Context: an optimization exercise on an open-source flow, tuned for small area. The choices shown serve that exercise and are no tape-out recipe.
RTL that was checked went through simulation tests only; none was proved equivalent to the original.
Power is estimated from default activity; no workload was simulated.

==> inputs of build 61 <==
Design sd_channel, start of the top module:
module sd_channel (
  input  wire        clk,
  input  wire        rst,
  input  wire        start,
  input  wire [9:0]  osr,
  input  wire [6:0]  fosr,
  input  wire [3:0]  qual,
  input  wire        en_hi,
  input  wire        en_lo,
  input  wire [15:0] hi,
  input  wire [15:0] lo,
  input  wire        bit_valid,
  input  wire        bit_in,
  output wire        main_valid,
  output wire [23:0] main_code,
  output wire        main_ovr,
  output wire        fast_valid,
  output wire [15:0] fast_code,
  output wire        trip_hi,
  output wire        trip_lo,
  output reg         lost
);
Settings: LEC_CHECK=0, CAP_MARGIN=20, CORE_MARGIN=2, CORE_UTILIZATION=40, CTS_BUF_LIST=sky130_fd_sc_hd__clkbuf_4, SLEW_MARGIN=20; clock period 10.0 ns.
run.sh (not shown) runs the stock make flow with config.mk's settings and CLKGATE_MAP_FILE= SYNTH_SCRIPT=/design/flow/synth_recipe.tcl, a recipe that flattens the netlist after the stock synthesis.
==> trial 2 (differences from build 61) <==
--- a/flow/design.v
+++ b/flow/design.v
@@ -6,20 +6,42 @@
   input  wire [W-1:0] rem,    
   input  wire         in,     
   input  wire [W:0]   dm1,    
   output wire [W-1:0] rem_n,
   output wire         q
 );
   wire [W-1:0] prev = first ? init : rem;
   wire [W:0]   t    = {prev, in};
-  wire [W+1:0] s    = {1'b0, t} + {1'b1, ~dm1};    
-  assign q     = ~s[W+1];
+  wire [W:0]   s;                                   
+  wire         c;
+  sd_add #(.W(W+1)) u_sub (.a(t), .b(~dm1), .ci(1'b0), .s(s), .co(c));
+  assign q     = c;
   assign rem_n = q ? s[W-1:0] : t[W-1:0];
 endmodule
+module sd_add #(
+  parameter W = 8
+) (
+  input  wire [W-1:0] a,
+  input  wire [W-1:0] b,
+  input  wire         ci,
+  output wire [W-1:0] s,
+  output wire         co
+);
+  wire [W:0] c;
+  assign c[0] = ci;
+  genvar i;
+  generate
+    for (i = 0; i < W; i = i + 1) begin : g_bit
+      assign s[i]   = a[i] ^ b[i] ^ c[i];
+      assign c[i+1] = (a[i] & b[i]) | (c[i] & (a[i] ^ b[i]));
+    end
+  endgenerate
+  assign co = c[W];
+endmodule
 module sd_channel (
   input  wire        clk,
   input  wire        rst,
   input  wire        start,
   input  wire [9:0]  osr,
   input  wire [6:0]  fosr,
   input  wire [3:0]  qual,
   input  wire        en_hi,
@@ -48,81 +70,87 @@
       f      <= fosr;
       qu     <= qual;
       cen_hi <= en_hi;
       cen_lo <= en_lo;
       thr_hi <= hi;
       thr_lo <= lo;
     end
   end
-  wire [9:0] osr_m1 = osr - 10'd1;
-  wire [6:0] fm1 = f - 7'd1;
+  wire [9:0] osr_m1;
+  wire [6:0] fm1;
+  sd_add #(.W(10)) u_osr_m1 (.a(osr), .b(10'h3ff), .ci(1'b0), .s(osr_m1), .co());
+  sd_add #(.W(7))  u_fm1    (.a(f),   .b(7'h7f),   .ci(1'b0), .s(fm1),    .co());
   reg running;
   wire take = running && bit_valid;
-  reg       have_last;
-  reg       last_bit;
-  reg [8:0] run_len;
-  wire       same  = have_last && (bit_in == last_bit);
+  reg        pbit;        
+  reg  [8:0] run_len;
+  wire       have_last;
+  wire       same  = have_last && (bit_in == pbit);
   wire       stuck = same && (run_len == 9'd255);
   wire       eval  = take && !stuck;
   always @(posedge clk) begin
     if (rst) begin
       running <= 1'b0;
       lost    <= 1'b0;
     end else if (start) begin
       running <= 1'b1;
       lost    <= 1'b0;
     end else if (take && stuck) begin
       running <= 1'b0;
       lost    <= 1'b1;
     end
   end
+  wire [8:0] run_inc;
+  sd_add #(.W(9)) u_run (.a(run_len), .b(9'd0), .ci(1'b1), .s(run_inc), .co());
   always @(posedge clk) begin
-    if (start) begin
-      have_last <= 1'b0;
-      run_len   <= 9'd0;
-    end else if (take) begin
-      have_last <= 1'b1;
-      last_bit  <= bit_in;
-      run_len   <= same ? run_len + 9'd1 : 9'd0;
-    end
+    if (start)     run_len <= 9'd0;
+    else if (take) run_len <= same ? run_inc : 9'd0;
   end
-  reg       pbit;         
   reg       upd;          
   reg       va, vb, vf;   
   reg [6:0] nb;           
   reg       wr;           
+  assign have_last = wr || (nb != 7'd0);
+  wire       nb_ge_f, nb_ge_2f, nb_ge_2fm2;
+  wire [6:0] nb_inc;
+  sd_add #(.W(7)) u_nbf   (.a(nb), .b(~f), .ci(1'b1), .s(), .co(nb_ge_f));
+  sd_add #(.W(8)) u_nb2f  (.a({1'b0, nb}), .b(~{f, 1'b0}), .ci(1'b1), .s(), .co(nb_ge_2f));
+  sd_add #(.W(8)) u_nb2f2 (.a({1'b0, nb}), .b(~{fm1, 1'b0}), .ci(1'b1), .s(), .co(nb_ge_2fm2));
+  sd_add #(.W(7)) u_nbi   (.a(nb), .b(7'd0), .ci(1'b1), .s(nb_inc), .co());
   always @(posedge clk) begin
     if (rst) upd <= 1'b0;
     else     upd <= eval;
     if (eval) begin
       pbit <= bit_in;
-      va   <= wr || (nb >= f);
-      vb   <= wr || ({1'b0, nb} >= {f, 1'b0});
-      vf   <= wr || ({1'b0, nb} + 8'd2 >= {f, 1'b0});
+      va   <= wr || nb_ge_f;
+      vb   <= wr || nb_ge_2f;
+      vf   <= wr || nb_ge_2fm2;
     end
     if (start) begin
       nb <= 7'd0;
       wr <= 1'b0;
     end else if (eval) begin
-      nb <= nb + 7'd1;
+      nb <= nb_inc;
       if (nb == 7'd127) wr <= 1'b1;
     end
   end
   reg [127:0] hx;
   reg [6:0]   tc;
   reg         hw;         
   reg         pa, pb;     
-  wire [6:0] v   = nb - tc;
-  wire [6:0] ua  = v - f;
-  wire [6:0] ub  = v - {f[5:0], 1'b0};
+  wire [6:0] v, ua, ub, tc_inc;
+  sd_add #(.W(7)) u_v   (.a(nb), .b(~tc), .ci(1'b1), .s(v), .co());
+  sd_add #(.W(7)) u_ua  (.a(v), .b(~f), .ci(1'b1), .s(ua), .co());
+  sd_add #(.W(7)) u_ub  (.a(v), .b(~{f[5:0], 1'b0}), .ci(1'b1), .s(ub), .co());
+  sd_add #(.W(7)) u_tci (.a(tc), .b(7'd0), .ci(1'b1), .s(tc_inc), .co());
   wire       wm  = hw && (v[4:0] == 5'd1);
   always @(posedge clk) begin
     if (rst) tc <= 7'd0;
-    else     tc <= tc + 7'd1;
+    else     tc <= tc_inc;
     hx <= {hx[0], hx[127:1]};
     if (wm) begin
       case (v[6:5])
         2'd0: hx[127] <= pbit;
         2'd1: hx[31]  <= pbit;
         2'd2: hx[63]  <= pbit;
         default: hx[95] <= pbit;
       endcase
@@ -133,39 +161,45 @@
     if (ua[4:0] == 5'd0) pa <= hx[{ua[6:5], 5'd0}];
     if (ub[4:0] == 5'd0) pb <= hx[{ub[6:5], 5'd0}];
   end
   reg [8:0]  dd;
   reg [13:0] x2;
   wire [3:0]  delta = {2'b00, pbit, 1'b0} - 4'd1
                     - (va ? (pa ? 4'd2 : 4'd14) : 4'd0)
                     + (vb ? (pb ? 4'd1 : 4'd15) : 4'd0);
-  wire [8:0]  dd_n  = dd + {{5{delta[3]}}, delta};
-  wire [13:0] x2_n  = x2 + {{5{dd_n[8]}}, dd_n};
+  wire [8:0]  dd_n;
+  wire [13:0] x2_n;
+  sd_add #(.W(9))  u_dd (.a(dd), .b({{5{delta[3]}}, delta}), .ci(1'b0), .s(dd_n), .co());
+  sd_add #(.W(14)) u_x2 (.a(x2), .b({{5{dd_n[8]}}, dd_n}), .ci(1'b0), .s(x2_n), .co());
   always @(posedge clk) begin
     if (start) begin
       dd <= 9'd0;
       x2 <= 14'd0;
     end else if (upd) begin
       dd <= dd_n;
       x2 <= x2_n;
     end
   end
   reg [4:0] fc;           
+  wire [4:0] fc_dec;
+  sd_add #(.W(5)) u_fcd (.a(fc), .b(5'h1f), .ci(1'b0), .s(fc_dec), .co());
   always @(posedge clk) begin
     if (rst)             fc <= 5'd0;
     else if (upd && vf)  fc <= 5'd27;
-    else if (fc != 5'd0) fc <= fc - 5'd1;
+    else if (fc != 5'd0) fc <= fc_dec;
   end
   wire       ffirst = fc == 5'd27;
   wire       fsgn   = x2[13];
   wire [4:0] fk     = fc - 5'd21;
   wire       fin    = (fc >= 5'd21) ? x2[fk[2:0]] : 1'b0;
   wire [6:0] fp     = x2[13:7];
-  wire [6:0] finit1 = fsgn ? fp + f : fp;
+  wire [6:0] fpf;
+  sd_add #(.W(7)) u_fpf (.a(fp), .b(f), .ci(1'b0), .s(fpf), .co());
+  wire [6:0] finit1 = fsgn ? fpf : fp;
   reg  [5:0]  fr1, fr2;
   reg  [3:0]  fr3;
   reg  [15:0] fsr;
   wire [5:0]  fr1_n, fr2_n;
   wire [3:0]  fr3_n;
   wire        fq1, fq2, fq3;
   sd_div #(.W(6)) u_f1 (.first(ffirst), .init(finit1[5:0]), .rem(fr1), .in(fin),
                         .dm1(fm1), .rem_n(fr1_n), .q(fq1));
@@ -184,35 +218,40 @@
   always @(posedge clk)
     fcar <= fsgn ? ({1'b0, fr3_n} + 5'd6 + finex >= 5'd14) : (fr3_n >= 4'd7);
   wire [16:0] fres  = {fsgn, fsr} + fcar;
   wire        fovf  = fres[16] ^ fres[15];
   wire [15:0] fcode = fovf ? (fres[16] ? 16'h8000 : 16'h7fff) : fres[15:0];
   assign fast_valid = fc == 5'd1;
   assign fast_code  = fcode;
   reg [4:0] hrun, lrun;
+  wire [4:0] hrun_inc, lrun_inc;
+  sd_add #(.W(5)) u_hri (.a(hrun), .b(5'd0), .ci(1'b1), .s(hrun_inc), .co());
+  sd_add #(.W(5)) u_lri (.a(lrun), .b(5'd0), .ci(1'b1), .s(lrun_inc), .co());
   wire above = cen_hi && ($signed(fcode) >= $signed(thr_hi));
   wire below = cen_lo && ($signed(fcode) <= $signed(thr_lo));
   assign trip_hi = above && (hrun == {1'b0, qu});
   assign trip_lo = below && (lrun == {1'b0, qu});
   always @(posedge clk) begin
     if (start) begin
       hrun <= 5'd0;
       lrun <= 5'd0;
     end else if (fast_valid) begin
-      hrun <= above ? (hrun[4] ? hrun : hrun + 5'd1) : 5'd0;
-      lrun <= below ? (lrun[4] ? lrun : lrun + 5'd1) : 5'd0;
+      hrun <= above ? (hrun[4] ? hrun : hrun_inc) : 5'd0;
+      lrun <= below ? (lrun[4] ? lrun : lrun_inc) : 5'd0;
     end
   end
   reg  [4:0] mf;
+  wire [4:0] mf_inc;
+  sd_add #(.W(5)) u_mfi (.a(mf), .b(5'd0), .ci(1'b1), .s(mf_inc), .co());
   wire       mf0  = mf == 5'd0;
   wire       fend = mf == 5'd28;
   always @(posedge clk) begin
     if (rst) mf <= 5'd0;
-    else     mf <= fend ? 5'd0 : mf + 5'd1;
+    else     mf <= fend ? 5'd0 : mf_inc;
   end
   reg mpend, mact, mbit;
   always @(posedge clk) begin
     if (rst || start) begin
       mpend <= 1'b0;
       mact  <= 1'b0;
     end else begin
       if (fend) mact <= mpend;
@@ -228,17 +267,21 @@
       clr2 <= 1'b0;
     end else if (clr && fend) begin
       if (clr2) clr <= 1'b0;
       clr2 <= 1'b1;
     end
   end
   reg [9:0] pc;           
   reg [1:0] ndec;         
-  reg [6:0] mdc;          
+  reg [6:0] mdc;
+  wire [9:0] pc_dec;
+  wire [6:0] mdc_dec;
+  sd_add #(.W(10)) u_pcd (.a(pc), .b(10'h3ff), .ci(1'b0), .s(pc_dec), .co());
+  sd_add #(.W(7))  u_mdd (.a(mdc), .b(7'h7f), .ci(1'b0), .s(mdc_dec), .co());          
   wire      mdec = pc == 10'd2;
   wire      fill = mact && mdec;
   reg [28:0] i1, i2, i3, z1, z2, z3;
   reg [28:0] xs;
   reg        c1, c2, c3, e1, e2, e3;
   reg        icy;         
   wire       inc, icin;
   wire ci1 = mf0 ? mbit : c1;        
@@ -292,22 +335,22 @@
     mr3 <= mr3_n;
     mr4 <= mr4_n;
   end
   always @(posedge clk) begin
     if (start) begin
       pc   <= osr_m1;
       ndec <= 2'd0;
     end else if (mact && fend) begin
-      pc <= (pc == 10'd0) ? rm1 : pc - 10'd1;
+      pc <= (pc == 10'd0) ? rm1 : pc_dec;
       if (mdec && ndec != 2'd2) ndec <= ndec + 2'd1;
     end
     if (rst)                                       mdc <= 7'd0;
     else if (mact && fend && mdec && ndec == 2'd2) mdc <= 7'd85;
-    else if (mdc != 7'd0)                          mdc <= mdc - 7'd1;
+    else if (mdc != 7'd0)                          mdc <= mdc_dec;
   end
   wire        minex = (mr1 != 9'd0) || (mr2 != 9'd0) || (mr3 != 9'd0);
   wire        mcar  = msg ? ({1'b0, mr4} + 5'd6 + minex >= 5'd14) : (mr4 >= 4'd7);
   assign inc  = (mdc <= 7'd30) && (mdc >= 7'd2);
   assign icin = (mdc == 7'd30) ? mcar : icy;
   wire        movf  = xs[24] ^ xs[23];
   reg [1:0] mch;          
   always @(posedge clk) begin
==> flow/flow/run.sh (new file) <==
#!/bin/bash
# The standard layout (the standard.sh, standard synthesis unchanged), with
# two placement/CTS choices passed to ORFS through its own variables:
#  - every input and output port is still buffered, by buf_1 rather than the
#    delay buffer buffer_ports picks by default;
#  - clock tree synthesis without dummy loads.
# make's full output goes to standard_flow.log; each ORFS step keeps its own
# log under orfs/logs/.
set -euo pipefail
export BUFFER_PORTS_ARGS="-buffer_cell sky130_fd_sc_hd__buf_1"
export CTS_ARGS="-sink_clustering_enable -repair_clock_nets -dont_use_dummy_load -sink_clustering_size 16 -sink_clustering_max_diameter 60 -buf_list sky130_fd_sc_hd__clkbuf_8"
bash standard.sh finish > standard_flow.log 2>&1
==> flow/standard.sh (new file) <==
#!/bin/bash
# synth_recipe.tcl (not shown) runs the flow's synth.tcl, then flattens the netlist and writes it again
# the make line also repeats each setting of config.mk as NAME=value (left out here)
make -C /OpenROAD-flow-scripts/flow DESIGN_CONFIG=/design/flow/config.mk WORK_HOME=/design/flow/orfs CLKGATE_MAP_FILE= SYNTH_SCRIPT=/design/flow/synth_recipe.tcl "${@:-finish}"
- CTS_BUF_LIST: sky130_fd_sc_hd__clkbuf_4 -> sky130_fd_sc_hd__clkbuf_8
- CTS_CLUSTER_DIAMETER: unset -> 60
- CTS_CLUSTER_SIZE: unset -> 16
removed: flow/run.sh
==> trial 45 (differences from build 61) <==
- CTS_BUF_LIST: sky130_fd_sc_hd__clkbuf_4 -> sky130_fd_sc_hd__clkbuf_8
==> results.py <==
metrics = {
    "run_status": {
        "run_status": "no timing/DRC/antenna violations",
    },
    "layout": {
        "seq_cells": 562,
        "nMultiInputCombCells": 1243,
        "area_delta_synth_final_pct": 17.6,
    },
    "cts": {
        "post_cts_resized": 0,
    },
    "floorplan": {
        "core_sq_um": 55000,
    },
    "place": {
        "dp_hpwl_microns": 29400,
    },
    "critical_path": {
        "cp.arrival_ns": 9.26,
    },
}
-- figures above: trial 45

==> results.py <==
metrics = {
    "detailed_routing": {
        "vias": 14812,
        "viasPerCell": 4.82,
    },
    "place": {
        "dp_hpwl_microns": 29400,
    },
    "pwr": {
        "powerSeq_uw": 2710,
    },
    "cts": {
        "post_cts_resized": 0,
    },
    "logic_synthesis": {
        "yosysTopAreaCellShare_pct": 44.1,
    },
    "layout": {
        "nMultiInputCombCells": 1243,
        "drive_gt1_share_pct": 14.3,
        "seq_cells": 562,
        "area_delta_synth_final_pct": 17.0,
    },
    "critical_path": {
        "cp.arrival_ns": 9.50,
    },
    "global_route": {
        "grt_max_degree": 54,
    },
    "floorplan": {
        "core_sq_um": 55000,
    },
    "run_status": {
        "run_status": "no timing/DRC/antenna violations",
    },
}
-- figures above: build 61

==> results.py <==
metrics = {
    "layout": {
        "seq_cells": 560,
        "area_delta_synth_final_pct": 10.4,
        "layout_common_cells": "dfxtp_1, inv_1, ha_1",
    },
    "timing": {
        "layout_setup_ws_ns": -0.227,
        "setup_violations": 9,
    },
    "cts": {
        "post_cts_resized": 16,
        "clk_path_buf_depth": 3,
        "numCtsBuffers": 48,
    },
    "floorplan": {
        "core_sq_um": 51500,
    },
    "critical_path": {
        "cp.arrival_ns": 10.74,
    },
    "logic_synthesis": {
        "ys_seq_elements": 560,
    },
    "global_route": {
        "grt_pass1_wl_microns": 62300,
    },
    "run_status": {
        "violations": "setup timing",
        "run_status": "finished with violations",
    },
}
-- figures above: trial 2

Only the layout flow was run in build 61 and trial 45; the RTL was not checked for function there.

## re-timing with driven ports
How much do the figures lean on ideal ports? The routed layouts below were timed once more, with nothing changed but the port constraints. Step 1 assumes that a clkbuf_16 drives the clock port and a buf_2 every other input. Step 2 also shifts input and output timing later by t, the mid clock arrival at the registers, as if the neighbouring blocks saw the same clock. a / b / c = ideal / step 1 / step 2; a / b = the first two.
| run | shift t [ns] | setup slack, ns | cell pins on the clock port's net |
|---|---|---|---|
| build 61 | 0.986 | 1.308 / 1.308 / 1.308 | 1 |
| trial 2 | 0.657 | -0.227 / -0.227 / -0.227 | 1 |
| trial 45 | 0.717 | 1.293 / 1.293 / 1.293 | 1 |
